Background: an optimization exercise with open tools, aiming at small area, a short achievable clock period and few clock cycles per item. Do not read the settings as production practice.
Function was checked by simulation only, so behaviour that the tests miss may differ from the original.

--- flow/design.v ---
module sht_sbox_hi (input wire [7:0] a, output wire [17:0] m);
  wire U0=a[7],U1=a[6],U2=a[5],U3=a[4],U4=a[3],U5=a[2],U6=a[1],U7=a[0];
  wire T1=U0^U3, T2=U0^U5, T3=U0^U6, T4=U3^U5, T5=U4^U6, T6=T1^T5, T7=U1^U2;
  wire T8=U7^T6, T9=U7^T7, T10=T6^T7, T11=U1^U5, T12=U2^U5, T13=T3^T4, T14=T6^T11;
  wire T15=T5^T11, T16=T5^T12, T17=T9^T16, T18=U3^U7, T19=T7^T18, T20=T1^T19;
  wire T21=U6^U7, T22=T7^T21, T23=T2^T22, T24=T2^T10, T25=T20^T17, T26=T3^T16, T27=T1^T12;
  wire D=U7;
  wire M1=T13&T6, M2=T23&T8, M3=T14^M1, M4=T19&D, M5=M4^M1, M6=T3&T16, M7=T22&T9;
  wire M8=T26^M6, M9=T20&T17, M10=M9^M6, M11=T1&T15, M12=T4&T27, M13=M12^M11;
  wire M14=T2&T10, M15=M14^M11, M16=M3^M2, M17=M5^T24, M18=M8^M7, M19=M10^M15;
  wire M20=M16^M13, M21=M17^M15, M22=M18^M13, M23=M19^T25, M24=M22^M23, M25=M22&M20;
  wire M26=M21^M25, M27=M20^M21, M28=M23^M25, M29=M28&M27, M30=M26&M24, M31=M20&M23;
  wire M32=M27&M31, M33=M27^M25, M34=M21&M22, M35=M24&M34, M36=M24^M25, M37=M21^M29;
  wire M38=M32^M33, M39=M23^M30, M40=M35^M36, M41=M38^M40, M42=M37^M39, M43=M37^M38;
  wire M44=M39^M40, M45=M42^M41;
  wire M46=M44&T6, M47=M40&T8, M48=M39&D, M49=M43&T16, M50=M38&T9, M51=M37&T17;
  wire M52=M42&T15, M53=M45&T27, M54=M41&T10, M55=M44&T13, M56=M40&T23, M57=M39&T19;
  wire M58=M43&T3, M59=M38&T22, M60=M37&T20, M61=M42&T1, M62=M45&T4, M63=M41&T2;
  assign m = {M46, M47, M48, M49, M50, M51, M52, M53, M54, M55, M56, M57, M58, M59, M60, M61, M62, M63};
endmodule
module sht_sbox_lo (input wire [17:0] m, output wire [7:0] y);
  wire M46, M47, M48, M49, M50, M51, M52, M53, M54, M55, M56, M57, M58, M59, M60, M61, M62, M63;
  assign {M46, M47, M48, M49, M50, M51, M52, M53, M54, M55, M56, M57, M58, M59, M60, M61, M62, M63} = m;
  wire L0=M61^M62, L1=M50^M56, L2=M46^M48, L3=M47^M55, L4=M54^M58, L5=M49^M61;
  wire L6=M62^L5, L7=M46^L3, L8=M51^M59, L9=M52^M53, L10=M53^L4, L11=M60^L2;
  wire L12=M48^M51, L13=M50^L0, L14=M52^M61, L15=M55^L1, L16=M56^L0, L17=M57^L1;
  wire L18=M58^L8, L19=M63^L4, L20=L0^L1, L21=L1^L7, L22=L3^L12, L23=L18^L2;
  wire L24=L15^L9, L25=L6^L10, L26=L7^L9, L27=L8^L10, L28=L11^L14, L29=L11^L17;
  assign y[7]=L6^L24;
  assign y[6]=~(L16^L26);
  assign y[5]=~(L19^L28);
  assign y[4]=L6^L21;
  assign y[3]=L20^L22;
  assign y[2]=L25^L29;
  assign y[1]=~(L13^L27);
  assign y[0]=~(L6^L23);
endmodule
module sht_key_subword (
  input  wire [31:0] w3,
  output wire [71:0] swm
);
  sht_sbox_hi u_s0 (.a(w3[23:16]), .m(swm[71:54]));
  sht_sbox_hi u_s1 (.a(w3[15:8]),  .m(swm[53:36]));
  sht_sbox_hi u_s2 (.a(w3[7:0]),   .m(swm[35:18]));
  sht_sbox_hi u_s3 (.a(w3[31:24]), .m(swm[17:0]));
endmodule
module sht_key_lo (
  input  wire [71:0] swm,
  output wire [31:0] sw
);
  sht_sbox_lo u_s0 (.m(swm[71:54]), .y(sw[31:24]));
  sht_sbox_lo u_s1 (.m(swm[53:36]), .y(sw[23:16]));
  sht_sbox_lo u_s2 (.m(swm[35:18]), .y(sw[15:8]));
  sht_sbox_lo u_s3 (.m(swm[17:0]),  .y(sw[7:0]));
endmodule
module sht_key_expand (
  input  wire [127:0] rk_in,
  input  wire [31:0]  sw,       
  input  wire [7:0]   rcon,
  output wire [127:0] rk_out
);
  wire [31:0] w0 = rk_in[127:96];
  wire [31:0] w1 = rk_in[95:64];
  wire [31:0] w2 = rk_in[63:32];
  wire [31:0] w3 = rk_in[31:0];
  wire [31:0] t  = sw ^ {rcon, 24'h000000};
  wire [31:0] p0 = w0;
  wire [31:0] p1 = w0 ^ w1;
  wire [31:0] p2 = p1 ^ w2;
  wire [31:0] p3 = p1 ^ (w2 ^ w3);
  assign rk_out = {p0 ^ t, p1 ^ t, p2 ^ t, p3 ^ t};
endmodule
module sht_aes_sub (
  input  wire [127:0] s_in,
  output wire [287:0] sm
);
  genvar i;
  generate
    for (i = 0; i < 16; i = i + 1) begin : g_sub
      sht_sbox_hi u_sbox (.a(s_in[127-8*i -: 8]), .m(sm[287-18*i -: 18]));
    end
  endgenerate
endmodule
module sht_aes_mix (
  input  wire [287:0] sm,
  output wire [127:0] sr,
  output wire [127:0] mc
);
  wire [127:0] sb;    
  genvar i, c;
  generate
    for (i = 0; i < 16; i = i + 1) begin : g_sub
      sht_sbox_lo u_sbox (.m(sm[287-18*i -: 18]), .y(sb[127-8*i -: 8]));
    end
    for (i = 0; i < 16; i = i + 1) begin : g_shift
      assign sr[127-8*i -: 8] = sb[127-8*((i%4) + 4*(((i/4) + (i%4)) % 4)) -: 8];
    end
    for (c = 0; c < 4; c = c + 1) begin : g_mix
      wire [7:0] a0 = sr[127-32*c -: 8];
      wire [7:0] a1 = sr[119-32*c -: 8];
      wire [7:0] a2 = sr[111-32*c -: 8];
      wire [7:0] a3 = sr[103-32*c -: 8];
      wire [7:0] b0 = a0 ^ a1;
      wire [7:0] b1 = a1 ^ a2;
      wire [7:0] b2 = a2 ^ a3;
      wire [7:0] b3 = a3 ^ a0;
      wire [7:0] t  = b0 ^ b2;
      wire [7:0] d0 = {b0[6:0], 1'b0} ^ (b0[7] ? 8'h1b : 8'h00);
      wire [7:0] d1 = {b1[6:0], 1'b0} ^ (b1[7] ? 8'h1b : 8'h00);
      wire [7:0] d2 = {b2[6:0], 1'b0} ^ (b2[7] ? 8'h1b : 8'h00);
      wire [7:0] d3 = {b3[6:0], 1'b0} ^ (b3[7] ? 8'h1b : 8'h00);
      assign mc[127-32*c -: 8] = a0 ^ t ^ d0;
      assign mc[119-32*c -: 8] = a1 ^ t ^ d1;
      assign mc[111-32*c -: 8] = a2 ^ t ^ d2;
      assign mc[103-32*c -: 8] = a3 ^ t ^ d3;
    end
  endgenerate
endmodule
module sht_codegen (
  input  wire         clk,
  input  wire         rst,           
  input  wire [127:0] key,           
  input  wire         req_valid,
  output wire         req_ready,
  input  wire         req_fixed,     
  input  wire [31:0]  req_frame,     
  input  wire [31:0]  req_salt,      
  input  wire [5:0]   req_addr,      
  input  wire [23:0]  req_train,     
  input  wire [5:0]   req_pulses,    
  input  wire [4:0]   req_window,    
  output wire         off_valid,
  input  wire         off_ready,
  output wire [9:0]   off_data,      
  output wire         off_last,      
  output reg  [15:0]  keychk,
  output reg          keychk_valid
);
  reg         b_valid;
  reg  [93:0] base;          
  reg  [1:0]  b_lastblk;     
  reg  [2:0]  b_lastcnt;     
  reg  [4:0]  b_win;
  reg         b_fixed;
  reg  [1:0]  jblk;          
  reg  [1:0]   ini;          
  reg  [4:0]   c;            
  reg  [127:0] s;            
  reg  [287:0] x;            
  reg  [127:0] rk;           
  reg  [71:0]  w;            
  reg  [31:0]  wk;           
  reg          k1_q;         
  reg          go_q;         
  reg          adv_q;        
  reg          ld_q;         
  reg          rdy_q;        
  reg          chk_pending;  
  reg          ja_v, ja_chk, ja_last, ja_fixed;
  reg  [2:0]   ja_cnt;       
  reg  [4:0]   ja_win;
  reg          jb_v, jb_last, jb_fixed;
  reg  [2:0]   jb_cnt;
  reg  [4:0]   jb_win;
  reg  [127:0] oa, ob;
  reg  [3:0]   oa_rem, ob_rem;      
  reg  [2:0]   oa_slot, ob_slot;    
  reg          oa_last, ob_last;    
  reg  [4:0]   oa_win, ob_win;
  reg          oa_fixed, ob_fixed;
  reg          ev;
  reg  [20:0]  es, ec;       
  reg  [15:0]  ep;
  reg          ef, el;
  reg          ov;
  reg  [9:0]   od;
  reg          ol;
  wire [287:0] sm;
  wire [127:0] sr, mc;
  wire [71:0]  swm;
  wire [127:0] rk_next;
  reg  [7:0]   rcon;
  sht_aes_sub     u_sub (.s_in(s), .sm(sm));
  sht_aes_mix     u_mix (.sm(x), .sr(sr), .mc(mc));
  sht_key_subword u_ksw (.w3(rk[31:0]), .swm(swm));
  wire [31:0] sw;
  sht_key_lo     u_klo (.swm(w), .sw(sw));
  sht_key_expand u_kex (
    .rk_in (k1_q ? key : rk),
    .sw    (k1_q ? wk : sw),
    .rcon  (rcon),
    .rk_out(rk_next)
  );
  always @(*) begin
    case (c)
      5'd1:    rcon = 8'h01;
      5'd3:    rcon = 8'h02;
      5'd5:    rcon = 8'h04;
      5'd7:    rcon = 8'h08;
      5'd9:    rcon = 8'h10;
      5'd11:   rcon = 8'h20;
      5'd13:   rcon = 8'h40;
      5'd15:   rcon = 8'h80;
      5'd17:   rcon = 8'h1b;
      5'd19:   rcon = 8'h36;
      default: rcon = 8'h00;
    endcase
  end
  wire [127:0] s_round = mc ^ rk;    
  wire [127:0] s_final = sr ^ rk;    
  wire oa_empty = (oa_rem == 4'd0);
  wire ob_empty = (ob_rem == 4'd0);
  wire at_a     = (c == 5'd0);
  wire at_b     = (c == 5'd1);
  wire adv      = adv_q;
  wire ld_a     = at_a && adv;
  wire take     = b_valid && ((ld_a && !chk_pending) || at_b);
  wire ld_lastb = (jblk == b_lastblk);
  wire take_last = take && ld_lastb;
  wire b_load   = rdy_q;      
  assign req_ready = rdy_q;
  wire [5:0]   pulses_m1 = req_pulses - 6'd1;
  wire [1:0]   ini_d  = (ini != 2'd0) ? ini - 2'd1 : 2'd0;
  wire [4:0]   c_d    = !adv ? c : (c == 5'd19) ? 5'd0 : c + 5'd1;
  wire         go_d   = oa_empty && ob_empty;
  wire         chk_d  = chk_pending && !ld_a;
  wire         bv_d   = b_load ? req_valid : b_valid;
  wire [1:0]   jblk_d = take ? (ld_lastb ? 2'd0 : jblk + 2'd1) : jblk;
  wire [1:0]   lb_d   = b_load ? pulses_m1[4:3] : b_lastblk;
  wire         adv_d  = (ini_d == 2'd0 || ini_d == 2'd1) && (c_d != 5'd0 || go_d);
  wire         rdy_d  = !bv_d || ((jblk_d == lb_d) &&
                        ((c_d == 5'd0 && adv_d && !chk_d) || c_d == 5'd1));
  wire [127:0] pt = chk_pending ? 128'd0 : {base, 32'd0, jblk};
  wire         o_adv = !ov || off_ready;
  wire         e_adv = !ev || o_adv;
  wire         sel_a = !oa_empty;
  wire [15:0]  ra    = oa[16*oa_slot +: 16];
  wire [15:0]  rb    = ob[16*ob_slot +: 16];
  wire [15:0]  rsel  = sel_a ? ra : rb;
  wire [4:0]   wsel  = sel_a ? oa_win : ob_win;
  wire [20:0]  pp0   = wsel[0] ? {5'd0, rsel}        : 21'd0;
  wire [20:0]  pp1   = wsel[1] ? {4'd0, rsel, 1'b0}  : 21'd0;
  wire [20:0]  pp2   = wsel[2] ? {3'd0, rsel, 2'b0}  : 21'd0;
  wire [20:0]  pp3   = wsel[3] ? {2'd0, rsel, 3'b0}  : 21'd0;
  wire [20:0]  s1    = pp0 ^ pp1 ^ pp2;
  wire [20:0]  c1    = {(pp0[19:0] & pp1[19:0]) | (pp0[19:0] & pp2[19:0]) | (pp1[19:0] & pp2[19:0]), 1'b0};
  wire [20:0]  s2    = s1 ^ c1 ^ pp3;
  wire [20:0]  c2    = {(s1[19:0] & c1[19:0]) | (s1[19:0] & pp3[19:0]) | (c1[19:0] & pp3[19:0]), 1'b0};
  wire [20:0]  ep4   = {1'b0, ep, 4'b0};
  wire [20:0]  s3    = es ^ ec ^ ep4;
  wire [20:0]  c3    = {(es[19:0] & ec[19:0]) | (es[19:0] & ep4[19:0]) | (ec[19:0] & ep4[19:0]), 1'b0};
  wire [20:0]  prod  = s3 + c3;
  always @(posedge clk) begin
    if (rst) begin
      b_valid      <= 1'b0;
      jblk         <= 2'd0;
      ini          <= 2'd3;
      c            <= 5'd0;
      go_q         <= 1'b0;
      adv_q        <= 1'b0;
      ld_q         <= 1'b0;
      k1_q         <= 1'b0;
      rdy_q        <= 1'b1;
      chk_pending  <= 1'b1;
      ja_v         <= 1'b0;
      jb_v         <= 1'b0;
      keychk_valid <= 1'b0;
      oa_rem       <= 4'd0;
      ob_rem       <= 4'd0;
      ev           <= 1'b0;
      ov           <= 1'b0;
    end else begin
      ini   <= ini_d;
      c     <= c_d;
      go_q  <= go_d;
      adv_q <= adv_d;
      ld_q  <= (c_d == 5'd0) || (c_d == 5'd1);
      k1_q  <= (c_d == 5'd1);
      rdy_q <= rdy_d;
      if (b_load)
        b_valid <= req_valid;
      if (take)
        jblk <= ld_lastb ? 2'd0 : jblk + 2'd1;
      if (ld_a) begin
        if (ja_v && ja_chk)
          keychk_valid <= 1'b1;
        if (ja_v && !ja_chk)
          oa_rem <= {1'b0, ja_cnt} + 4'd1;
        ja_v        <= chk_pending || b_valid;
        chk_pending <= 1'b0;
      end
      if (at_b) begin
        if (jb_v)
          ob_rem <= {1'b0, jb_cnt} + 4'd1;
        jb_v <= b_valid;
      end
      if (o_adv)
        ov <= ev;
      if (e_adv) begin
        ev <= !oa_empty || !ob_empty;
        if (sel_a)
          oa_rem <= oa_rem - 4'd1;
        else if (!ob_empty)
          ob_rem <= ob_rem - 4'd1;
      end
    end
  end
  always @(posedge clk) begin
    if (b_load) begin
      base      <= {req_frame, req_salt, req_addr, req_train};
      b_lastblk <= pulses_m1[4:3];
      b_lastcnt <= pulses_m1[2:0];
      b_win     <= req_window;
      b_fixed   <= req_fixed;
    end
    if (ini == 2'd3)
      rk <= key;
    if (ini == 2'd2)
      w  <= swm;
    if (ini == 2'd1)
      wk <= sw;
    if (adv) begin
      x <= sm;
      if (ld_q)
        s <= pt ^ key;
      else
        s <= s_round;
      if (c[0])
        rk <= rk_next;
      else if (c != 5'd0)
        w <= swm;
    end
    if (ld_a) begin
      if (ja_v && ja_chk)
        keychk <= s_final[15:0];
      if (ja_v && !ja_chk) begin
        oa       <= s_final;
        oa_slot  <= 3'd0;
        oa_last  <= ja_last;
        oa_win   <= ja_win;
        oa_fixed <= ja_fixed;
      end
      ja_chk   <= chk_pending;
      ja_last  <= ld_lastb;
      ja_cnt   <= ld_lastb ? b_lastcnt : 3'd7;
      ja_win   <= b_win;
      ja_fixed <= b_fixed;
    end
    if (at_b) begin
      if (jb_v) begin
        ob       <= s_final;
        ob_slot  <= 3'd0;
        ob_last  <= jb_last;
        ob_win   <= jb_win;
        ob_fixed <= jb_fixed;
      end
      jb_last  <= ld_lastb;
      jb_cnt   <= ld_lastb ? b_lastcnt : 3'd7;
      jb_win   <= b_win;
      jb_fixed <= b_fixed;
    end
    if (o_adv) begin
      od <= ef ? 10'd0 : prod[20:11];
      ol <= el;
    end
    if (e_adv) begin
      es <= s2;
      ec <= c2;
      ep <= wsel[4] ? rsel : 16'd0;
      if (sel_a) begin
        ef      <= oa_fixed;
        el      <= oa_last && (oa_rem == 4'd1);
        oa_slot <= oa_slot + 3'd1;
      end else begin
        ef      <= ob_fixed;
        el      <= ob_last && (ob_rem == 4'd1);
        if (!ob_empty)
          ob_slot <= ob_slot + 3'd1;
      end
    end
  end
  assign off_valid = ov;
  assign off_data  = od;
  assign off_last  = ol;
endmodule
--- flow/flow/run.sh ---
#!/bin/bash
# Own layout flow: the standard flow (standard.sh), except that the
# synthesis maps the combinational logic with an area-oriented ABC script
# (flow/abc.script) that keeps the XOR gates of the AES datapath as XOR
# cells. Registers are mapped before ABC runs, so they are the standard
# synthesis's. Each step's output goes to a log file in this folder.
set -euo pipefail
W=$(pwd)
export FLOW_ABC_SCRIPT="$W/flow/abc.script"
export FLOW_REF_SYNTH="$W/synth_recipe.tcl"
bash standard.sh SYNTH_SCRIPT="$W/flow/synth_abc.tcl" synth > "$W/synth.log" 2>&1
bash standard.sh SETUP_SLACK_MARGIN=8 finish > "$W/layout.log" 2>&1
--- flow/flow/abc.script ---
strash
&get -n
&dch -f
&nf
&put
--- flow/flow/synth_abc.tcl ---
# The standard flow's synthesis script (synth_recipe.tcl), with ABC's mapping script
# replaced by flow/abc.script. Everything else, flip-flop mapping included,
# is unchanged.
proc abc {args} {
  set i [lsearch -exact $args -script]
  if { $i >= 0 } {
    lset args [expr { $i + 1 }] $::env(FLOW_ABC_SCRIPT)
  }
  yosys abc {*}$args
}
source $::env(FLOW_REF_SYNTH)
--- flow/standard.sh ---
#!/bin/bash
# synth_recipe.tcl (not shown) runs the flow's synth.tcl, then flattens the netlist and writes it again
# the make line also repeats each setting of config.mk as NAME=value (left out here)
make -C /OpenROAD-flow-scripts/flow DESIGN_CONFIG=/design/flow/config.mk WORK_HOME=/design/flow/orfs CLKGATE_MAP_FILE= SYNTH_SCRIPT=/design/flow/synth_recipe.tcl "${@:-finish}"
--- flow/config.mk ---
export PLATFORM = sky130hd
export DESIGN_NAME = sht_codegen
export DESIGN_NICKNAME = sht_codegen
export VERILOG_FILES = /design/flow/design.v
export SDC_FILE = /design/flow/constraint.sdc
export NUM_CORES = 4
export LEC_CHECK = 0
export ABC_AREA = 1
export CAP_MARGIN = 20
export CELL_PAD_IN_SITES_DETAIL_PLACEMENT = 2
export CELL_PAD_IN_SITES_GLOBAL_PLACEMENT = 2
export CORE_MARGIN = 2
export CORE_UTILIZATION = 30
export PLACE_DENSITY = 0.5
export SETUP_SLACK_MARGIN = 5
export SLEW_MARGIN = 20
--- flow/constraint.sdc ---
create_clock -name core_clock -period 12.0 [get_ports {clk}]
set_input_delay 2.4000 -clock core_clock [delete_from_list [all_inputs] [get_ports {clk}]]
set_output_delay 2.4000 -clock core_clock [all_outputs]
set_load 0.01 [all_outputs]
==> summary.md, run 1 <==
| Metric | Value |
|---|---|
| Status | no timing/DRC/antenna violations |
| Share of layout cells above drive strength 1 | 0.119 |
| Starting Density | 0.302 |
| Initial antenna violation count | 29 |
| DRC Markers | 0 |
| GR Layer Usage met2 | 0.415 |
| Synth Net Count | 6533 |
| Number of antenna-violating nets in the routed design | 0 |
| Worst Tran Pin Value | 1150 ps |
| Netlist Area Pre-Place | 71000 sq um |
| DR vias | 48400 |
| Worst Slack Setup Final | 7970 ps |
| Critical R2R Capture | s[14]$_DFFE_PP_ |
| Row count | 178 |
| Flop-to-flop setup slack | 7980 ps |
| Asr flop ratio synth | 0 |
| I/O pin count | 268 |
| Max cap viols | 0 |
| Drt first pass iters | 5 |
| Setup TNS | 0 ps |
| Vias per cell | 4.81 |
| Post-synthesis xor/xnor area fraction | 0.323 |
| Die height | 491 um |
| Routed WL | 292000 um |
| CTS H-tree lvls | 4 |
| First-pass GRT wire length | 408000 um |
| Clk Tree Root Cell | clkbuf_16 |
| Ys Warns | 1 |
| Synth area leader | edfxtp_1 |
| Largest net degree at the start of global routing | 123 |
| Syn Area/Cell | 11.5 sq um |
| Endpoint class of the critical path | flip-flop |
| Die Wd | 491 um |
| Busiest grt layer | met2 |
| CP startpoint | key[110] |
| Final setup viols | 0 |
| Tcrit/Tclk final | 0.336 |
| Critical path capture point | rk[14]$_DFF_P_ |
| Overflow after GRT | 0 |
| EDFF count, synth | 919 |
| CP max stage delay | 740 ps |
| Clock transition at the registers of the reported paths | 60 ps |
| Clock buffer depth | 3 |
| M1 GR Usage | 0.315 |
| Clk sinks | 1163 |
| Critical Path Most Common Cell | xor2_1 |
| Fin. max-slew vios | 0 |
| Total CTS buffers | 156 |
| Post-synthesis simple-gate area fraction | 0.0807 |
| Core Footprint | 235000 sq um |
| Count of cell types in the netlist | 44 |
| DP Worst Slack | 6590 ps |
| Worst Path Arrival | 4740 ps |
| Sequential share of the synthesized area | 0.457 |
| CP max FO | 3 |
| Worst skew pair latency | 810 ps |
| Worst reg2reg path startpoint | x[254]$_DFFE_PP_ |
| Total track usage | 0.239 |
| Relative slew slack | 0.232 |
| CP Depth | 7 |
| Vias in the first global route | 52300 |
| Predominant post-synthesis flop cell | edfxtp_1 |
| Clock period minus worst slack | 4030 ps |
| CP delay by family, top | XOR/XNOR gates |
| Hold Vio Cnt, Final | 0 |
| Fin util | 0.369 |
| Crit Path Class | primary input to flip-flop |
| R2R cell count | 7 |
| Avg WL per Cell | 29.0 um |
| Input/output buffers | 266 |
| Detailed Route Iter0 Violations | 2820 |
| Clk_skew | 32.3 ps |
| Die ar. | 241000 sq um |
| CP cell instances | clkdlybuf4s50_1 > mux2i_1 > xor2_1 > xnor2_1 > xnor2_2 > xor2_1 > a22oi_1 |
| Buf/Inv on CP | 1 |
| Slowest CP cell | clkdlybuf4s50_1 |
| Post-synth top area share | 0.388 |
| CTS tree | yes |
| Ranking of synthesized cells by area | edfxtp_1, xnor2_1, xor2_1 |
| Post-synthesis mux area share | 0.0541 |
| Critical Path Start Type | primary input |
| FF+latch count, synth | 1163 |
| Min-delay worst type | flip-flop to flip-flop |
| Critical Path RT | 12720 ps |
| Met3 GRT Util | 0.0260 |
| Synth Area in Adders | 0.0244 |
| Dpl hpwl | 231000 um |
| Nets | 7121 |
| Main combinational cell family by area after synthesis | XOR/XNOR gates |
| Fmax | 0.248 GHz |
| Area added between synthesis and finish | 22.2% |
| Mapped Cells | 6183 |
| Gpl congestion | 0.837 |
| Unrepaired setup endpoints after global routing | yes |
| Post-synthesis compound-gate area fraction | 0.0542 |
## layout make-up
type | instances | area (sq um)
antenna | 6 | 15.0
clock inverter | 87 | 842
tap | 3150 | 3940
inverter | 120 | 488
clock buffer | 197 | 4220
multi-input combinational | 4900 | 40700
timing repair buffer | 430 | 4090
fill | 24600 | 149000
sequential | 1163 | 32500
## metal layers
metal  share of wire  up-vias
met5         0.00014        -
met4           0.030        6
met3           0.027      306
met2            0.49      704
met1            0.45    25100
li1                -    22300
## cells in the final DEF, fill, tap and decap left out, types with 44 or more instances in the layout
cell type        instances
a21oi_1                177
a31oi_1                 47
buf_4                  143
clkbuf_16              162
clkdlybuf4s50_1        234
clkinv_1               141
dfxtp_1                217
edfxtp_1               919
fa_1                    44
ha_1                    68
mux2_1                  48
mux2i_1                166
mux4_2                  64
nand2_1                476
nand2b_1               110
nor2_1                 549
nor2b_1                 86
o21ai_0                231
o21ai_1                 47
xnor2_1               1470
xnor2_2                176
xnor3_1                 65
xor2_1                 674
xor2_2                  44
## worst min path at each step
stage | from | end | slack (ps) | cells past startpoint
floorplan | ja_fixed$_DFFE_PP_ | oa_fixed$_DFFE_PP_ | 400 | 0
global placement | jb_win[3]$_DFFE_PN_ | ob_win[3]$_DFFE_PP_ | 400 | 0
detailed placement | jb_win[1]$_DFFE_PN_ | ob_win[1]$_DFFE_PP_ | 410 | 0
CTS | ja_fixed$_DFFE_PP_ | oa_fixed$_DFFE_PP_ | 420 | 0
global route | jb_win[2]$_DFFE_PN_ | ob_win[2]$_DFFE_PP_ | 430 | 0
finish | ja_fixed$_DFFE_PP_ | oa_fixed$_DFFE_PP_ | 420 | 0
## through the flow
step	instances	hold slack [ps]	area (sq um)
after floorplan	6183	400	71200
after global placement	9734	401	79100
after detailed placement	9734	407	79100
after CTS	10000	423	85500
after global routing	10000	426	86800
final	10100	420	86800
## state kept, by name (all words and copies together) (netlist names), 8 cells and up
signal      cells
x             288
oa            128
ob            128
rk            128
s             128
base           94
w              72
wk             32
ec             16
ep             16
es             16
keychk         16
od             10
u_kex.rcon      8
## Yosys cell counts (3+ instances only)
master,number
a32oi_1,3
a21oi_1,183
xor2_1,724
xor3_1,10
dfxtp_1,244
nor3_1,9
mux4_2,64
or3_1,3
fa_1,44
xnor2_1,1669
a31oi_1,47
or2_0,25
o22a_1,3
o221a_1,3
o21ai_0,290
a21o_1,12
o22ai_1,11
o21a_1,5
o31ai_1,33
a211oi_1,9
nand3_1,12
mux2i_1,186
nor2b_1,87
a22o_1,27
a22oi_1,25
a21boi_0,3
mux2_1,48
edfxtp_1,919
nand4_1,5
ha_1,68
nor2_1,560
xnor3_1,78
o41ai_1,10
and2_0,26
and3_1,13
clkinv_1,120
a221oi_1,3
nand2_1,487
nand2b_1,110
## repair_timing
action | 4_1_cts | 5_1_grt
hold buffers | 0 | 0
gates resized for setup | 218 | 170
buffers inserted | 14 | 15
endpoints found under the setup margin | 329 | 282
pin swaps | 5 | 12
## cells by family (layout without fill, tap and decap cells)
family	Yosys count	in the layout
adder cells (fa/ha/maj)	112	112
buffers and inverters	120	834
XOR/XNOR	2481	2481
AND/OR/NAND/NOR	1339	1339
AO/OA/AOI/OAI	670	670
flip-flops	1163	1163
other	0	6
multiplexers	298	298
Testbench counts, summed over its fixed seeds: cycles 37,634, items 25,639.
==> run 2: changes to the inputs <==
--- a/flow/config.mk
+++ b/flow/config.mk
@@ -7,3 +7,2 @@
 export LEC_CHECK = 0
-export ABC_AREA = 1
 export CAP_MARGIN = 20
@@ -13,2 +12,3 @@
 export CORE_UTILIZATION = 30
+export CTS_CLUSTER_SIZE = 36
 export PLACE_DENSITY = 0.5
==> summary.md, run 2 <==
| Metric | Value |
|---|---|
| Routed WL | 292000 um (unchanged) |
| First-pass GRT wire length | 408000 um (unchanged) |
| Endpoint class of the critical path | flip-flop |
| Die height | 491 um (unchanged) |
| CTS tree | yes |
| Fin. max-slew vios | 0 (unchanged) |
| Status | no timing/DRC/antenna violations |
| Hold path start | ja_fixed$_DFFE_PP_ |
| Synth Net Count | 6533 (unchanged) |
| Total CTS buffers | 156 (unchanged) |
| Clock period minus worst slack | 4030 ps (unchanged) |
| DR vias | 48400 (unchanged) |
| Fin util | 0.369 (unchanged) |
| Tcrit/Tclk final | 0.336 (unchanged) |
| Unrepaired setup endpoints after global routing | yes |
| Fmax | 0.248 GHz (unchanged) |
| Nets | 7121 (unchanged) |
| Worst skew pair latency | 810 ps (about the same) |
| I/O pin count | 268 (unchanged) |
| Worst reg2reg path startpoint | x[254]$_DFFE_PP_ |
| Relative slew slack | 0.232 (unchanged) |
| Hold Path End | oa_fixed$_DFFE_PP_ |
| Syn Area/Cell | 11.5 sq um (unchanged) |
| Asr flop ratio synth | 0 (unchanged) |
| Share of layout cells above drive strength 1 | 0.119 (unchanged) |
| DRC Markers | 0 (unchanged) |
| Dpl hpwl | 231000 um (unchanged) |
| Most frequent cells in the layout | xnor2_1, edfxtp_1, xor2_1, nor2_1, nand2_1 |
| Critical R2R Capture | s[14]$_DFFE_PP_ |
| Netlist Area Pre-Place | 71000 sq um (unchanged) |
| Worst Tran Pin Value | 1150 ps (unchanged) |
| Count of cell types in the netlist | 44 (unchanged) |
| Row count | 178 (unchanged) |
| R2R cell count | 7 (unchanged) |
| Largest net degree at the start of global routing | 123 (unchanged) |
| Crit Path Class | primary input to flip-flop |
| Input/output buffers | 266 (unchanged) |
| Max cap viols | 0 (unchanged) |
| CP delay by family, top | XOR/XNOR gates |
| Commonest cells in the netlist | xnor2_1, edfxtp_1, xor2_1 |
| FF+latch count, synth | 1163 (unchanged) |
| Initial antenna violation count | 29 (unchanged) |
| Starting Density | 0.302 (unchanged) |
| Post-synth top area share | 0.388 (unchanged) |
| CTS H-tree lvls | 4 (unchanged) |
| Slowest CP cell | clkdlybuf4s50_1 |
| Clock buffer depth | 3 (unchanged) |
| Final setup viols | 0 (unchanged) |
| Commonest non-fill, non-tap cell in the layout | xnor2_1 |
| Mapped Cells | 6183 (unchanged) |
| Clk Tree Root Cell | clkbuf_16 |
| CP max FO | 3 (unchanged) |
| Clk sinks | 1163 (unchanged) |
| Predominant post-synthesis flop cell | edfxtp_1 |
| Biggest register | x |
| Flop-to-flop setup slack | 7980 ps (about the same) |
| Hold path cells | 0 (unchanged) |
| Area added between synthesis and finish | 22.2% (unchanged) |
| Setup TNS | 0 ps (unchanged) |
| CP cell instances | clkdlybuf4s50_1 > mux2i_1 > xor2_1 > xnor2_1 > xnor2_2 > xor2_1 > a22oi_1 |
| Die Wd | 491 um (unchanged) |
| Gpl congestion | 0.837 (unchanged) |
| Critical Path Most Common Cell | xor2_1 |
| CP max stage delay | 740 ps (about the same) |
| Overflow after GRT | 0 (unchanged) |
| Avg WL per Cell | 29.0 um (unchanged) |
| Flip-flop count of the largest register after layout | 288 (unchanged) |
| Total track usage | 0.239 (unchanged) |
| Sequential share of the synthesized area | 0.457 (unchanged) |
| Vias per cell | 4.81 (unchanged) |
| Critical Path Start Type | primary input |
| Number of antenna-violating nets in the routed design | 0 (unchanged) |
| Critical Path RT | 12720 ps (about the same) |
| Die ar. | 241000 sq um (unchanged) |
| Detailed Route Iter0 Violations | 2820 (unchanged) |
| EDFF count, synth | 919 (unchanged) |
| Drt first pass iters | 5 (unchanged) |
| Ranking of synthesized cells by area | edfxtp_1, xnor2_1, xor2_1 |
| Worst Path Arrival | 4740 ps (about the same) |
| Min-delay worst type | flip-flop to flip-flop |
| Clk_skew | 32.3 ps (unchanged) |
| Buf/Inv on CP | 1 (unchanged) |
| Synth area leader | edfxtp_1 |
| Vias in the first global route | 52300 (unchanged) |
| Hold Vio Cnt, Final | 0 (unchanged) |
| Core Footprint | 235000 sq um (unchanged) |
| Most frequent cell after synthesis | xnor2_1 |
| Clock transition at the registers of the reported paths | 60 ps (about the same) |
| Ys Warns | 1 (unchanged) |
[run 2: cell counts after synthesis]
No cell type changed its count.
[run 2: worst max-delay path by stage]
stage / startpoint / cells past startpoint / end
finish: key[110] / 7 / rk[14]$_DFF_P_
global route: x[254]$_DFFE_PP_ / 8 / s[10]$_DFFE_PP_
CTS: x[20]$_DFFE_PP_ / 10 / s[73]$_DFFE_PP_
detailed placement: key[106] / 8 / rk[10]$_DFF_P_
global placement: key[106] / 8 / rk[10]$_DFF_P_
floorplan: adv_q$_SDFF_PP0_ / 4 / rk[121]$_DFF_P_
[run 2: worst register-to-register path, stage by stage (launching register included)]
cell and delay (ps):
edfxtp_1 420, xor2_1 540, xnor2_1 230, xnor2_2 800, xnor2_1 340, xnor2_1 410
xnor2_1 260, o21ai_1 690
[run 2: cell type report]
type | count | area, sq um
flip-flops and latches | 1163 | 32500
inverters | 120 | 488
fillers | 24600 | 149000
clock inverters | 87 | 842
clock buffers | 197 | 4220
diodes | 6 | 15.0
well taps | 3150 | 3940
multi-input cells | 4900 | 40700
repair buffers | 430 | 4090
[run 2: cells by family (layout without fill, tap and decap cells)]
logic type | after synthesis | after routing | synth area share
fa+ha+maj | 112 | 112 | 0.0244
xor+xnor | 2481 | 2481 | 0.323
mux | 298 | 298 | 0.0541
simple gates | 1339 | 1339 | 0.0807
buf+inv | 120 | 834 | 0.00634
other cells | 0 | 6 | 0
compound gates | 670 | 670 | 0.0542
flops | 1163 | 1163 | 0.457
[run 2: metrics by stage]
| step | hold WS, ps | instances | cell area, sq um | setup WS [ps] |
|---|---|---|---|---|
| 3_5_place_dp | 407 | 9734 | 79100 | 6590 |
| 4_1_cts | 423 | 10000 | 85500 | 7940 |
| 5_1_grt | 426 | 10000 | 86800 | 7940 |
| 2_1_floorplan | 400 | 6183 | 71200 | 5210 |
| 6_report | 420 | 10100 | 86800 | 7970 |
| 3_3_place_gp | 401 | 9734 | 79100 | 6540 |
[run 2: per-layer routing]
metal / routed length [um] / GRT usage / vias to the layer above
met5: 41 / 0 / -
met4: 8740 / 0.0629 / 6
met3: 7840 / 0.0260 / 306
met2: 144000 / 0.415 / 704
met1: 131000 / 0.315 / 25100
li1: - / - / 22300
[run 2: repair_timing]
action / CTS / global route
hold buffers: 0 / 0
pin swaps: 5 / 12
buffers inserted: 14 / 15
endpoints found under the hold margin: 0 / 0
gates resized for setup: 218 / 170
setup endpoints to repair: 329 / 282
==> run 3: changes to the inputs <==
--- a/flow/config.mk
+++ b/flow/config.mk
@@ -12,3 +12,3 @@
 export CORE_UTILIZATION = 30
-export CTS_CLUSTER_SIZE = 36
+export CTS_CLUSTER_SIZE = 24
 export PLACE_DENSITY = 0.5
==> summary.md, run 3 <==
| Metric | Value |
|---|---|
| Buf/Inv on CP | 1 (unchanged) |
| Syn Area/Cell | 11.5 sq um (unchanged) |
| # hold bufs at CTS | 0 (unchanged) |
| CP cell instances | clkdlybuf4s50_1 > mux2i_1 > xor2_1 > xnor2_1 > xnor2_2 > xor2_1 > a22oi_1 |
| CP max FO | 3 (unchanged) |
| Min-delay worst type | flip-flop to flip-flop |
| Die Wd | 491 um (unchanged) |
| Avg WL per Cell | 29.0 um (unchanged) |
| Clk_skew | 32.3 ps (unchanged) |
| Post-synth top area share | 0.388 (unchanged) |
| Commonest cells in the netlist | xnor2_1, edfxtp_1, xor2_1 |
| Worst skew pair latency | 810 ps (about the same) |
| Max cap viols | 0 (unchanged) |
| Critical Path Start Type | primary input |
| Netlist Area Pre-Place | 71000 sq um (unchanged) |
| Fin. max-slew vios | 0 (unchanged) |
| Relative slew slack | 0.232 (unchanged) |
| Worst Tran Pin Value | 1150 ps (unchanged) |
| Setup TNS | 0 ps (unchanged) |
| Hold Vio Cnt, Final | 0 (unchanged) |
| Slowest CP cell | clkdlybuf4s50_1 |
| EDFF count, synth | 919 (unchanged) |
| Sequential share of the synthesized area | 0.457 (unchanged) |
| Ranking of synthesized cells by area | edfxtp_1, xnor2_1, xor2_1 |
| Synth area leader | edfxtp_1 |
| Tcrit/Tclk final | 0.336 (unchanged) |
| Predominant post-synthesis flop cell | edfxtp_1 |
| Die ar. | 241000 sq um (unchanged) |
| Starting Density | 0.302 (unchanged) |
| CP delay by family, top | XOR/XNOR gates |
| Share of layout cells above drive strength 1 | 0.119 (unchanged) |
| Mapped Cells | 6183 (unchanged) |
| Fmax | 0.248 GHz (unchanged) |
| Detailed Route Iter0 Violations | 2820 (unchanged) |
| Commonest non-fill, non-tap cell in the layout | xnor2_1 |
| Clk sinks | 1163 (unchanged) |
| Clock period minus worst slack | 4030 ps (unchanged) |
| CP Depth | 7 (unchanged) |
| Vias in the first global route | 52300 (unchanged) |
| Row count | 178 (unchanged) |
| Total track usage | 0.239 (unchanged) |
| Dpl hpwl | 231000 um (unchanged) |
| Biggest register | x |
| First-pass GRT wire length | 408000 um (unchanged) |
| Design Area, Final | 86800 sq um (unchanged) |
| Core Footprint | 235000 sq um (unchanged) |
| Drt first pass iters | 5 (unchanged) |
| Die height | 491 um (unchanged) |
| Input/output buffers | 266 (unchanged) |
| FF+latch count, synth | 1163 (unchanged) |
| Nets | 7121 (unchanged) |
| Largest net degree at the start of global routing | 123 (unchanged) |
| Status | no timing/DRC/antenna violations |
| Overflow after GRT | 0 (unchanged) |
| Clock buffer depth | 3 (unchanged) |
| DR vias | 48400 (unchanged) |
| Endpoint class of the critical path | flip-flop |
| R2R cell count | 7 (unchanged) |
| # fillers | 24600 (unchanged) |
| Most frequent cells in the layout | xnor2_1, edfxtp_1, xor2_1, nor2_1, nand2_1 |
| Synth Net Count | 6533 (unchanged) |
| I/O pin count | 268 (unchanged) |
| Hold path cells | 0 (unchanged) |
| Routed WL | 292000 um (unchanged) |
| Asr flop ratio synth | 0 (unchanged) |
| Clk Tree Root Cell | clkbuf_16 |
| CTS tree | yes |
| Ys Warns | 1 (unchanged) |
| Flip-flop count of the largest register after layout | 288 (unchanged) |
| Count of cell types in the netlist | 44 (unchanged) |
| Most frequent cell after synthesis | xnor2_1 |
| CP max stage delay | 740 ps (about the same) |
| Total CTS buffers | 156 (unchanged) |
| Vias per cell | 4.81 (unchanged) |
| Critical Path Most Common Cell | xor2_1 |
| DRC Markers | 0 (unchanged) |
| Dpl cell area | 79100 sq um (unchanged) |
| CTS H-tree lvls | 4 (unchanged) |
| Number of antenna-violating nets in the routed design | 0 (unchanged) |
| Gpl congestion | 0.837 (unchanged) |
| Clock transition at the registers of the reported paths | 60 ps (about the same) |
| Area added between synthesis and finish | 22.2% (unchanged) |
| Final setup viols | 0 (unchanged) |
| Critical Path RT | 12720 ps (about the same) |
| Initial antenna violation count | 29 (unchanged) |
| Crit Path Class | primary input to flip-flop |
| Unrepaired setup endpoints after global routing | yes |
| Worst Path Arrival | 4740 ps (about the same) |
-- run 3: cell counts after synthesis --
Identical to the previous run, type by type.
-- run 3: path summary, 6_finish.rpt --
| kind | startpoint | slack [ps] | endpoint |
|---|---|---|---|
| worst max-delay path | key[110] | 7970 | rk[14]$_DFF_P_ |
| worst min-delay path | ja_fixed$_DFFE_PP_ | 420 | oa_fixed$_DFFE_PP_ |
| worst max register to register | x[254]$_DFFE_PP_ | 7980 | s[14]$_DFFE_PP_ |
| worst min register to register | ja_fixed$_DFFE_PP_ | 420 | oa_fixed$_DFFE_PP_ |
-- run 3: kinds of logic after synthesis --
group	share of synthesized area
adders and majority gates	0.0244
buffers and inverters	0.00634
xor gates and xnor gates	0.323
AOI/OAI and AO/OA	0.0542
DFF	0.457
muxes	0.0541
and+or+nand+nor	0.0807
-- run 3: worst register-to-register path: cells and delay by family (launching register included) --
family,cells,cell delay (ps)
compound gates,1,690
xor+xnor,6,2580
flops,1,420
-- run 3: area by class of cell --
class,count,area [sq um],area share
Inverter,120,488,0.00562
Clock inverter,87,842,0.00970
Clock buffer,197,4220,0.0486
Timing Repair Buffer,430,4090,0.0471
Antenna cell,6,15.0,0.000173
Tap cell,3150,3940,0.0454
Sequential cell,1163,32500,0.375
Multi-Input combinational cell,4900,40700,0.468
-- run 3: routing by layer --
layer  track usage  part of all wire  up-vias
met4        0.0629             0.030        6
met3        0.0260             0.027      306
li1              -                 -    22300
met1         0.315              0.45    25100
met2         0.415              0.49      704
met5             0           0.00014        -
-- run 3: repair_timing --
action	CTS	global route
pin swaps	5	12
setup endpoints to repair	329	282
buffers inserted	14	15
hold endpoints to repair	0	0
gates resized for setup	218	170
-- run 3: stage by stage --
stage	std cells	worst slack, ps	utilization	hold WS, ps
final	10100	7970	0.369	420
after global routing	10000	7940	0.369	426
after CTS	10000	7940	0.363	423
after detailed placement	9734	6590	0.336	407
after global placement	9734	6540	0.336	401
after floorplan	6183	5210	-	400
==> run 4: changes to the inputs <==
--- a/flow/config.mk
+++ b/flow/config.mk
@@ -12,3 +12,4 @@
 export CORE_UTILIZATION = 30
-export CTS_CLUSTER_SIZE = 24
+export CTS_CLUSTER_DIAMETER = 200
+export CTS_CLUSTER_SIZE = 20
 export PLACE_DENSITY = 0.5
==> summary.md, run 4 <==
| Metric | Value |
|---|---|
| Status | no timing/DRC/antenna violations |
| Min-delay worst type | flip-flop to flip-flop |
| Crit Path Class | primary input to flip-flop |
| Clock period minus worst slack | 4050 ps (+20.1 ps) |
| Clk_skew | 38.0 ps (+5.67 ps) |
| Ranking of synthesized cells by area | edfxtp_1, xnor2_1, xor2_1 |
| Relative slew slack | 0.246 (+0.0146) |
| Dpl hpwl | 231000 um (unchanged) |
| DR vias | 47800 (-1.3%) |
| # fillers | 24700 (+0.72%) |
| Initial antenna violation count | 29 (unchanged) |
| Critical Path Start Type | primary input |
| CP Depth | 8 (+1) |
| Max cap viols | 0 (unchanged) |
| FF+latch count, synth | 1163 (unchanged) |
| Slowest CP cell | clkdlybuf4s50_1 |
| Commonest non-fill, non-tap cell in the layout | xnor2_1 |
| Area added between synthesis and finish | 18.2% |
| CP cell instances | clkdlybuf4s50_1 > mux2i_1 > xor2_2 > xnor2_4 > xor2_1 > o21ai_0 > a21oi_1 > a31oi_1 |
| Post-synthesis xor/xnor area fraction | 0.323 (unchanged) |
| Clk sinks | 1163 (unchanged) |
| Most frequent cells in the layout | xnor2_1, edfxtp_1, xor2_1, nor2_1, nand2_1 |
| CP delay by family, top | XOR/XNOR gates |
| Post-synthesis simple-gate area fraction | 0.0807 (unchanged) |
| Die Wd | 491 um (unchanged) |
| Most frequent cell after synthesis | xnor2_1 |
| Post-synthesis compound-gate area fraction | 0.0542 (unchanged) |
| Fin util | 0.357 (-0.0120) |
| Count of cell types in the netlist | 44 (unchanged) |
| Predominant post-synthesis flop cell | edfxtp_1 |
| Fmax | 0.247 GHz (-0.50%) |
| Buf/Inv on CP | 1 (unchanged) |
| Hold Slack | 424 ps (+4.06 ps) |
| CP max stage delay | 540 ps (-200 ps) |
| Core Footprint | 235000 sq um (unchanged) |
| CP max FO | 3 (unchanged) |
| Avg WL per Cell | 29.2 um (+0.72%) |
| Fin. max-slew vios | 0 (unchanged) |
| CTS H-tree lvls | 3 (-1) |
| Starting Density | 0.302 (unchanged) |
| Worst Path Arrival | 4630 ps (-110 ps) |
| Unrepaired setup endpoints after global routing | yes |
| Placed Cells incl. Taps | 9734 (unchanged) |
| Asr flop ratio synth | 0 (unchanged) |
| Routed WL | 289000 um (-0.86%) |
| Worst Tran Pin Value | 1120 ps (-23.7 ps) |
| Number of antenna-violating nets in the routed design | 0 (unchanged) |
| Hold Vio Cnt, Final | 0 (unchanged) |
| DRC Markers | 0 (unchanged) |
| Input/output buffers | 266 (unchanged) |
| Ys Warns | 1 (unchanged) |
| Worst skew pair latency | 740 ps (-70 ps) |
| Total CTS buffers | 68 (-56%) |
| Syn Area/Cell | 11.5 sq um (unchanged) |
| Commonest cells in the netlist | xnor2_1, edfxtp_1, xor2_1 |
| Vias per cell | 4.83 (+0.29%) |
| Nets | 7033 (-1.2%) |
| I/O pin count | 268 (unchanged) |
| Biggest register | x |
| Mapped Cells | 6183 (unchanged) |
| R2R cell count | 8 (+1) |
| Fin cells | 9896 (-1.6%) |
| Overflow after GRT | 0 (unchanged) |
| Endpoint class of the critical path | flip-flop |
| Synth Net Count | 6533 (unchanged) |
| Clk Tree Root Cell | clkbuf_16 |
| Hold path cells | 0 (unchanged) |
| Die ar. | 241000 sq um (unchanged) |
| Vias in the first global route | 51300 (-1.9%) |
| Die height | 491 um (unchanged) |
| Critical Path RT | 12590 ps (-130 ps) |
| Clock transition at the registers of the reported paths | 100 ps (+40 ps) |
| Setup TNS | 0 ps (unchanged) |
| Post-synth top area share | 0.388 (unchanged) |
| Largest net degree at the start of global routing | 123 (unchanged) |
| Synth Area in Adders | 0.0244 (unchanged) |
| First-pass GRT wire length | 404000 um (-1.0%) |
| Synth area leader | edfxtp_1 |
| Total track usage | 0.237 (-0.00258) |
| Main combinational cell family by area after synthesis | XOR/XNOR gates |
| Clock buffer depth | 3 (unchanged) |
| Gpl congestion | 0.837 (unchanged) |
| Share of layout cells above drive strength 1 | 0.102 (-0.0167) |
| Flip-flop count of the largest register after layout | 288 (unchanged) |
| CTS tree | yes |
| Tcrit/Tclk final | 0.337 (+0.00167) |
| Final setup viols | 0 (unchanged) |
| Netlist Area Pre-Place | 71000 sq um (unchanged) |
| Drt first pass iters | 5 (unchanged) |
| Post-synthesis mux area share | 0.0541 (unchanged) |
| Row count | 178 (unchanged) |
| Sequential share of the synthesized area | 0.457 (unchanged) |
| EDFF count, synth | 919 (unchanged) |
| Detailed Route Iter0 Violations | 2726 (-3.3%) |
[run 4: cell counts after synthesis]
Identical to the previous run, type by type.
[run 4: kinds of logic (layout without fill, tap and decap cells)]
kind of cell,count (synthesis),in the layout
xor gates and xnor gates,2481,2481
buffers and inverters,120,676
and+or+nand+nor,1339,1339
DFF,1163,1163
muxes,298,298
other,0,7
AOI/OAI and AO/OA,670,670
adders and majority gates,112,112
[run 4: repair_timing]
item	4_1_cts	5_1_grt
buffers inserted	13	16
gates resized for setup	243	175
setup endpoints to repair	338	262
pin swaps	6	13
hold buffers	0	0
[run 4: final cells by class]
cell class / instances / area (sq um) / area share
Timing Repair Buffer: 430 / 4130 / 0.0492
Antenna cell: 7 / 17.5 / 0.000209
Clock inverter: 5 / 70.1 / 0.000835
Inverter: 120 / 488 / 0.00581
Tap cell: 3150 / 3940 / 0.0469
Multi-Input combinational cell: 4900 / 40800 / 0.486
Clock buffer: 121 / 1960 / 0.0234
Sequential cell: 1163 / 32500 / 0.388
[run 4: path summary, 6_finish.rpt]
path | startpoint | endpoint | slack [ps]
worst max-delay path | key[117] | rk[21]$_DFF_P_ | 7950
worst max register to register | x[260]$_DFFE_PP_ | s[14]$_DFFE_PP_ | 8010
worst min register to register | jb_win[1]$_DFFE_PN_ | ob_win[1]$_DFFE_PP_ | 420
worst min-delay path | jb_win[1]$_DFFE_PN_ | ob_win[1]$_DFFE_PP_ | 420
[run 4: layer usage]
layer / part of all wire / vias to the layer above / track usage
li1: - / 22000 / -
met1: 0.45 / 24900 / 0.317
met2: 0.50 / 666 / 0.413
met3: 0.025 / 200 / 0.0171
met4: 0.027 / 4 / 0.0567
met5: 0.000093 / - / 0
[run 4: through the flow]
step           worst slack [ps]  cell area (sq um)
2_1_floorplan              5210              71200
3_3_place_gp               6540              79100
3_5_place_dp               6590              79100
4_1_cts                    7960              82600
6_report                   7950              83900
5_1_grt                    7920              83900
==> run 5: changes to the inputs <==
--- a/flow/flow/run.sh
+++ b/flow/flow/run.sh
@@ -11,2 +11,2 @@
 bash standard.sh SYNTH_SCRIPT="$W/flow/synth_abc.tcl" synth > "$W/synth.log" 2>&1
-bash standard.sh SETUP_SLACK_MARGIN=8 finish > "$W/layout.log" 2>&1
+bash standard.sh SETUP_SLACK_MARGIN=8.25 finish > "$W/layout.log" 2>&1
--- a/flow/config.mk
+++ b/flow/config.mk
@@ -7,2 +7,3 @@
 export LEC_CHECK = 0
+export ABC_AREA = 1
 export CAP_MARGIN = 20
@@ -12,4 +13,2 @@
 export CORE_UTILIZATION = 30
-export CTS_CLUSTER_DIAMETER = 200
-export CTS_CLUSTER_SIZE = 20
 export PLACE_DENSITY = 0.5
==> summary.md, run 5 <==
| Metric | Value |
|---|---|
| Drt first pass iters | 5 (unchanged) |
| Setup TNS | 0 ps (unchanged) |
| First-pass GRT wire length | 413000 um (+2.2%) |
| Post-synthesis simple-gate area fraction | 0.0807 (unchanged) |
| Endpoint class of the critical path | output port |
| Starting Density | 0.302 (unchanged) |
| Synth area leader | edfxtp_1 |
| Crit Path Class | flip-flop to output port |
| Vias in the first global route | 53000 (+3.3%) |
| Status | no timing/DRC/antenna violations |
| Clock period minus worst slack | 3830 ps (-217 ps) |
| DR WL met3 | 8110 um (+10%) |
| Share of layout cells above drive strength 1 | 0.190 (+0.0876) |
| M1 wire length | 132000 um (+1.4%) |
| Syn Area/Cell | 11.5 sq um (unchanged) |
| Asr flop ratio synth | 0 (unchanged) |
| Max cap viols | 0 (unchanged) |
| Design Area, Final | 91000 sq um (+8.4%) |
| Core Footprint | 235000 sq um (unchanged) |
| Mapped Cells | 6183 (unchanged) |
| Worst Path Arrival | 1430 ps (-3200 ps) |
| Worst skew pair latency | 800 ps (+60 ps) |
| Area added between synthesis and finish | 28.2% |
| Row count | 178 (unchanged) |
| Post-synthesis compound-gate area fraction | 0.0542 (unchanged) |
| Die Wd | 491 um (unchanged) |
| Largest net degree at the start of global routing | 155 (+26%) |
| Critical Path Start Type | flip-flop |
| Die ar. | 241000 sq um (unchanged) |
| Clk sinks | 1163 (unchanged) |
| CTS tree | yes |
| Sequential share of the synthesized area | 0.457 (unchanged) |
| Highest Signal Layer | met5 |
| Ranking of synthesized cells by area | edfxtp_1, xnor2_1, xor2_1 |
| Clk Tree Root Cell | clkbuf_16 |
| Ys Warns | 1 (unchanged) |
| Detailed Route Iter0 Violations | 2773 (+1.7%) |
| Most frequent cell after synthesis | xnor2_1 |
| Clk_skew | 24.5 ps (-13.5 ps) |
| Post-synth top area share | 0.388 (unchanged) |
| Min-delay worst type | flip-flop to flip-flop |
| Predominant post-synthesis flop cell | edfxtp_1 |
| Flip-flop count of the largest register after layout | 288 (unchanged) |
| Unrepaired setup endpoints after global routing | yes |
| Netlist Area Pre-Place | 71000 sq um (unchanged) |
| Tcrit/Tclk final | 0.319 (-0.0181) |
| Initial antenna violation count | 32 (+10%) |
| Biggest register | x |
| Avg WL per Cell | 28.8 um (-1.4%) |
| Synth Area in Adders | 0.0244 (unchanged) |
| Commonest cells in the netlist | xnor2_1, edfxtp_1, xor2_1 |
| CP max FO | 1 (-2) |
| Hold Vio Cnt, Final | 0 (unchanged) |
| Gpl congestion | 0.845 (+0.91%) |
| Input/output buffers | 266 (unchanged) |
| CP delay by family, top | flip-flops |
| CP cell instances | buf_2 |
| EDFF count, synth | 919 (unchanged) |
| Post-synthesis xor/xnor area fraction | 0.323 (unchanged) |
| Fmax | 0.261 GHz (+5.7%) |
| Total track usage | 0.241 (+0.00415) |
| Fin. max-slew vios | 0 (unchanged) |
| FF+latch count, synth | 1163 (unchanged) |
| Routed wl met2 | 147000 um (+2.4%) |
| Critical Path RT | 9600 ps (-2990 ps) |
| CTS H-tree lvls | 4 (+1) |
| Worst Tran Pin Value | 1120 ps (-3.86 ps) |
| Most frequent cells in the layout | xnor2_1, edfxtp_1, xor2_1, nor2_1, nand2_1 |
| Post-synthesis mux area share | 0.0541 (unchanged) |
| Dpl hpwl | 231000 um (about the same) |
| Count of cell types in the netlist | 44 (unchanged) |
| Relative slew slack | 0.249 (+0.00259) |
| Slowest CP cell | edfxtp_1 |
| Clock buffer depth | 3 (unchanged) |
| DRC Markers | 0 (unchanged) |
| Clock transition at the registers of the reported paths | 60 ps (-40 ps) |
| Nets | 7336 (+4.3%) |
| Synth Net Count | 6533 (unchanged) |
| Routed WL | 296000 um (+2.4%) |
| Die height | 491 um (unchanged) |
| CP max stage delay | 450 ps (-90 ps) |
| Vias per cell | 4.80 (-0.50%) |
| Final setup viols | 0 (unchanged) |
| Dpl cell area | 79100 sq um (about the same) |
| Total CTS buffers | 154 (+130%) |
| Overflow after GRT | 0 (unchanged) |
| # hold bufs at CTS | 0 (unchanged) |
| DR vias | 49400 (+3.3%) |
| I/O pin count | 268 (unchanged) |
| Main combinational cell family by area after synthesis | XOR/XNOR gates |
| Commonest non-fill, non-tap cell in the layout | xnor2_1 |
| Number of antenna-violating nets in the routed design | 0 (unchanged) |
| Buf/Inv on CP | 1 (unchanged) |
-- run 5: cell count changes in the layout (fill, tap and decap cells not counted), moves of 40 or more --
cell | previous run | this run
xnor2_1 | 1459 | 1359
buf_4 | 140 | 339
clkbuf_16 | 71 | 156
o21ai_0 | 232 | 192
xnor2_4 | 24 | 82
xnor2_2 | 186 | 228
-- run 5: what timing repair did --
action / 4_1_cts / 5_1_grt
pin swaps: 31 / 96
setup endpoints to repair: 425 / 358
cloned: 2 / 2
setup buffers: 56 / 191
gates resized for setup: 585 / 342
-- run 5: final timing paths --
| check | cells past startpoint | from | slack (ps) | endpoint |
|---|---|---|---|---|
| max | 1 | keychk[15]$_DFFE_PP_ | 8170 | keychk[15] |
| min | 0 | jb_win[3]$_DFFE_PN_ | 420 | ob_win[3]$_DFFE_PP_ |
| max reg2reg | 8 | x[128]$_DFFE_PP_ | 8300 | s[48]$_DFFE_PP_ |
| min reg2reg | 0 | jb_win[3]$_DFFE_PN_ | 420 | ob_win[3]$_DFFE_PP_ |
-- run 5: area by class of cell --
class,count,area (sq um)
clock inverter,107,1070
fill,24300,144000
timing repair buffer,646,5890
clock buffer,183,4060
multi-input combinational,4901,43000
antenna,8,20.0
tap,3150,3940
sequential,1163,32600
inverter,120,488
-- run 5: metrics by stage --
stage	util	setup slack, ps	hold slack [ps]	std cells
after CTS	0.372	8120	420	10100
after global placement	0.336	6480	401	9728
after global routing	0.387	8130	430	10300
after floorplan	-	5210	400	6183
after detailed placement	0.336	6540	406	9729
final	0.387	8170	418	10300
-- run 5: kinds of logic after synthesis --
logic type | after synthesis
simple gates | 1339
mux | 298
flops | 1163
buf+inv | 120
fa+ha+maj | 112
compound gates | 670
xor+xnor | 2481
-- run 5: layer usage --
metal,track usage,up-vias
met5,0,-
met4,0.0653,2
met3,0.0242,297
met2,0.418,700
met1,0.318,25700
li1,-,22700
==> run 6: changes to the inputs <==
--- a/flow/flow/run.sh
+++ b/flow/flow/run.sh
@@ -11,2 +11,2 @@
 bash standard.sh SYNTH_SCRIPT="$W/flow/synth_abc.tcl" synth > "$W/synth.log" 2>&1
-bash standard.sh SETUP_SLACK_MARGIN=8.25 finish > "$W/layout.log" 2>&1
+bash standard.sh SETUP_SLACK_MARGIN=7.75 finish > "$W/layout.log" 2>&1
==> summary.md, run 6 <==
| Metric | Value |
|---|---|
| Share of layout cells above drive strength 1 | 0.0929 (-0.0970) |
| Synth Net Count | 6533 (unchanged) |
| CTS H-tree lvls | 4 (unchanged) |
| Placed Cells incl. Taps | 9740 (+0.11%) |
| Critical path capture point | rk[7]$_DFF_P_ |
| Area added between synthesis and finish | 20.0% |
| Unrepaired setup endpoints after global routing | yes |
| Status | no timing/DRC/antenna violations |
| Clk_skew | 29.4 ps (+4.91 ps) |
| I/O pin count | 268 (unchanged) |
| Final setup viols | 0 (unchanged) |
| Tcrit/Tclk final | 0.352 (+0.0329) |
| CTS tree | yes |
| Slowest CP cell | clkdlybuf4s50_1 |
| CP max stage delay | 740 ps (+290 ps) |
| Synth area leader | edfxtp_1 |
| Hold Vio Cnt, Final | 0 (unchanged) |
| Input/output buffers | 266 (unchanged) |
| Fmax | 0.237 GHz (-9.4%) |
| Clk sinks | 1163 (unchanged) |
| Worst Path Arrival | 4920 ps (+3490 ps) |
| Clock period minus worst slack | 4220 ps (+395 ps) |
| Worst skew pair latency | 820 ps (+20 ps) |
| Worst Slack Setup Final | 7780 ps (-395 ps) |
| Worst reg2reg path startpoint | ob_slot[0]$_DFF_P_ |
| Fin util | 0.362 (-0.0246) |
| Setup TNS | 0 ps (unchanged) |
| Initial antenna violation count | 38 (+19%) |
| Core Footprint | 235000 sq um (unchanged) |
| Flop-to-flop setup slack | 7840 ps (-460 ps) |
| Dpl hpwl | 231000 um (+0.20%) |
| Drt first pass iters | 5 (unchanged) |
| Max cap viols | 0 (unchanged) |
| Min-delay worst type | flip-flop to flip-flop |
| Fin. max-slew vios | 0 (unchanged) |
| Worst Tran Pin Value | 1180 ps (+56.5 ps) |
| Detailed Route Iter0 Violations | 2680 (-3.4%) |
| EDFF count, synth | 919 (unchanged) |
| Syn Area/Cell | 11.5 sq um (unchanged) |
| Critical R2R Capture | es[3]$_DFFE_PN_ |
| Fin cells | 10000 (-2.3%) |
| Sequential share of the synthesized area | 0.457 (unchanged) |
| Clock transition at the registers of the reported paths | 60 ps (about the same) |
| DR vias | 48100 (-2.5%) |
| Commonest non-fill, non-tap cell in the layout | xnor2_1 |
| Clock buffer depth | 3 (unchanged) |
| Relative slew slack | 0.211 (-0.0383) |
| Critical Path Start Type | primary input |
| CP startpoint | key[103] |
| Number of antenna-violating nets in the routed design | 0 (unchanged) |
| Gpl congestion | 0.822 (-2.6%) |
| Die Wd | 491 um (unchanged) |
| FF+latch count, synth | 1163 (unchanged) |
| Starting Density | 0.302 (unchanged) |
| R2R cell count | 7 (-1) |
| Total CTS buffers | 156 (+1.3%) |
| Overflow after GRT | 0 (unchanged) |
| Asr flop ratio synth | 0 (unchanged) |
| Ranking of synthesized cells by area | edfxtp_1, xnor2_1, xor2_1 |
| First-pass GRT wire length | 407000 um (-1.4%) |
| Critical Path RT | 12700 ps (+3100 ps) |
| CP cell instances | clkdlybuf4s50_1 > mux2i_1 > xor2_1 > xnor2_1 > xnor2_1 > o21ai_0 > a21oi_1 > a21oi_1 |
| Vias in the first global route | 52200 (-1.4%) |
| DP Worst Slack | 6600 ps (+58.4 ps) |
| Routed WL | 289000 um (-2.2%) |
| Flip-flop count of the largest register after layout | 288 (unchanged) |
| Vias per cell | 4.80 (-0.17%) |
| Avg WL per Cell | 28.8 um (about the same) |
| Largest net degree at the start of global routing | 128 (-17%) |
| Post-synth top area share | 0.388 (unchanged) |
| CP max FO | 3 (+2) |
| DRC Markers | 0 (unchanged) |
| Netlist Area Pre-Place | 71000 sq um (unchanged) |
| Predominant post-synthesis flop cell | edfxtp_1 |
| Count of cell types in the netlist | 44 (unchanged) |
| Nets | 7101 (-3.2%) |
| Row count | 178 (unchanged) |
| Clk Tree Root Cell | clkbuf_16 |
| Commonest cells in the netlist | xnor2_1, edfxtp_1, xor2_1 |
| Ys Warns | 1 (unchanged) |
| Total track usage | 0.238 (-0.00312) |
| Endpoint class of the critical path | flip-flop |
| Biggest register | x |
| Crit Path Class | primary input to flip-flop |
| Most frequent cell after synthesis | xnor2_1 |
| # hold bufs at CTS | 0 (unchanged) |
| Mapped Cells | 6183 (unchanged) |
| Die height | 491 um (unchanged) |
| Die ar. | 241000 sq um (unchanged) |
| Most frequent cells in the layout | xnor2_1, edfxtp_1, xor2_1, nor2_1, nand2_1 |
==> run 6: cell counts after synthesis <==
Identical to the previous run, type by type.
==> run 6: worst max-delay path, delay by kind of cell <==
kind                   cells  cell delay, ps
XOR/XNOR                   3            1170
buffers and inverters      1             740
AO/OA/AOI/OAI              3             370
multiplexers               1             220
==> run 6: repair_timing <==
| action | in CTS | in global routing |
|---|---|---|
| gates resized for setup | 52 | 108 |
| setup buffers | 2 | 1 |
| endpoints found under the setup margin | 98 | 110 |
==> run 6: kinds of logic after synthesis <==
| kind of cell | Yosys count | synth area share |
|---|---|---|
| multiplexers | 298 | 0.0541 |
| AND/OR/NAND/NOR | 1339 | 0.0807 |
| XOR/XNOR | 2481 | 0.323 |
| flip-flops | 1163 | 0.457 |
| buffers and inverters | 120 | 0.00634 |
| AO/OA/AOI/OAI | 670 | 0.0542 |
| adder cells (fa/ha/maj) | 112 | 0.0244 |
==> run 6: worst min path at each step <==
stage	cells after the start	to	from
5_1_grt	0	oa_win[1]$_DFFE_PP_	ja_win[1]$_DFFE_PP_
4_1_cts	0	oa_win[1]$_DFFE_PP_	ja_win[1]$_DFFE_PP_
3_5_place_dp	0	oa_win[4]$_DFFE_PP_	ja_win[4]$_DFFE_PP_
6_report	0	oa_fixed$_DFFE_PP_	ja_fixed$_DFFE_PP_
2_1_floorplan	0	oa_fixed$_DFFE_PP_	ja_fixed$_DFFE_PP_
3_3_place_gp	0	oa_win[4]$_DFFE_PP_	ja_win[4]$_DFFE_PP_
==> run 6: final cells by class <==
class / instances / area, sq um
multi-input combinational: 4900 / 39400
clock inverter: 79 / 778
tap: 3150 / 3940
timing repair buffer: 410 / 3810
antenna: 8 / 20.0
inverter: 120 / 488
clock buffer: 210 / 4300
sequential: 1163 / 32500
fill: 24700 / 150000
==> run 6: routing by layer <==
layer	GRT usage	vias to the layer above	routed length, um
li1	-	22300	-
met1	0.317	24900	132000
met4	0.0549	2	6740
met3	0.0217	250	6890
met5	0	-	9
met2	0.415	669	144000
==> run 6: through the flow <==
step | hold slack (ps) | cell area, sq um
finish | 417 | 85300
detailed placement | 405 | 79100
CTS | 416 | 84500
global placement | 401 | 79100
floorplan | 400 | 71200
global route | 416 | 85200

-- afterwards: timing with drivers on the ports --
The results above use ideal ports. As a check the final layouts listed here were re-extracted and re-timed, cells and wires unchanged. Step 1: set_driving_cell puts a clkbuf_16 on clk and a buf_2 on each other input, an assumption about the parent block. Step 2 times the ports against the registers' clock, not the clock port: input delays grow and output delays shrink by t, the midpoint of the rising clock arrivals with the driver on. a / b / c = ideal / step 1 / step 2; a / b = the first two.
run | t, ns | slack for setup (ns) | worst setup path after step 2 | latest minus earliest clock arrival (ns) | pins driven straight from the clock port
run 1 | 0.885 | 7.974 / 7.979 / 7.156 | input to register | 0.032 / 0.033 | 1
run 2 | 0.885 | 7.974 / 7.979 / 7.156 | input to register | 0.032 / 0.033 | 1
run 3 | 0.885 | 7.974 / 7.979 / 7.156 | input to register | 0.032 / 0.033 | 1
run 4 | 0.815 | 7.954 / 8.012 / 7.204 | input to register | 0.040 / 0.040 | 1
run 5 | 0.885 | 8.171 / 8.078 / 7.446 | input to register | 0.024 / 0.025 | 1
run 6 | 0.892 | 7.776 / 7.781 / 6.947 | input to register | 0.032 / 0.032 | 1
After both steps every run listed still meets setup and hold. The setup slack of run 6, which loses most, moves by +0.005 ns with the drivers and by -0.829 ns with both steps.
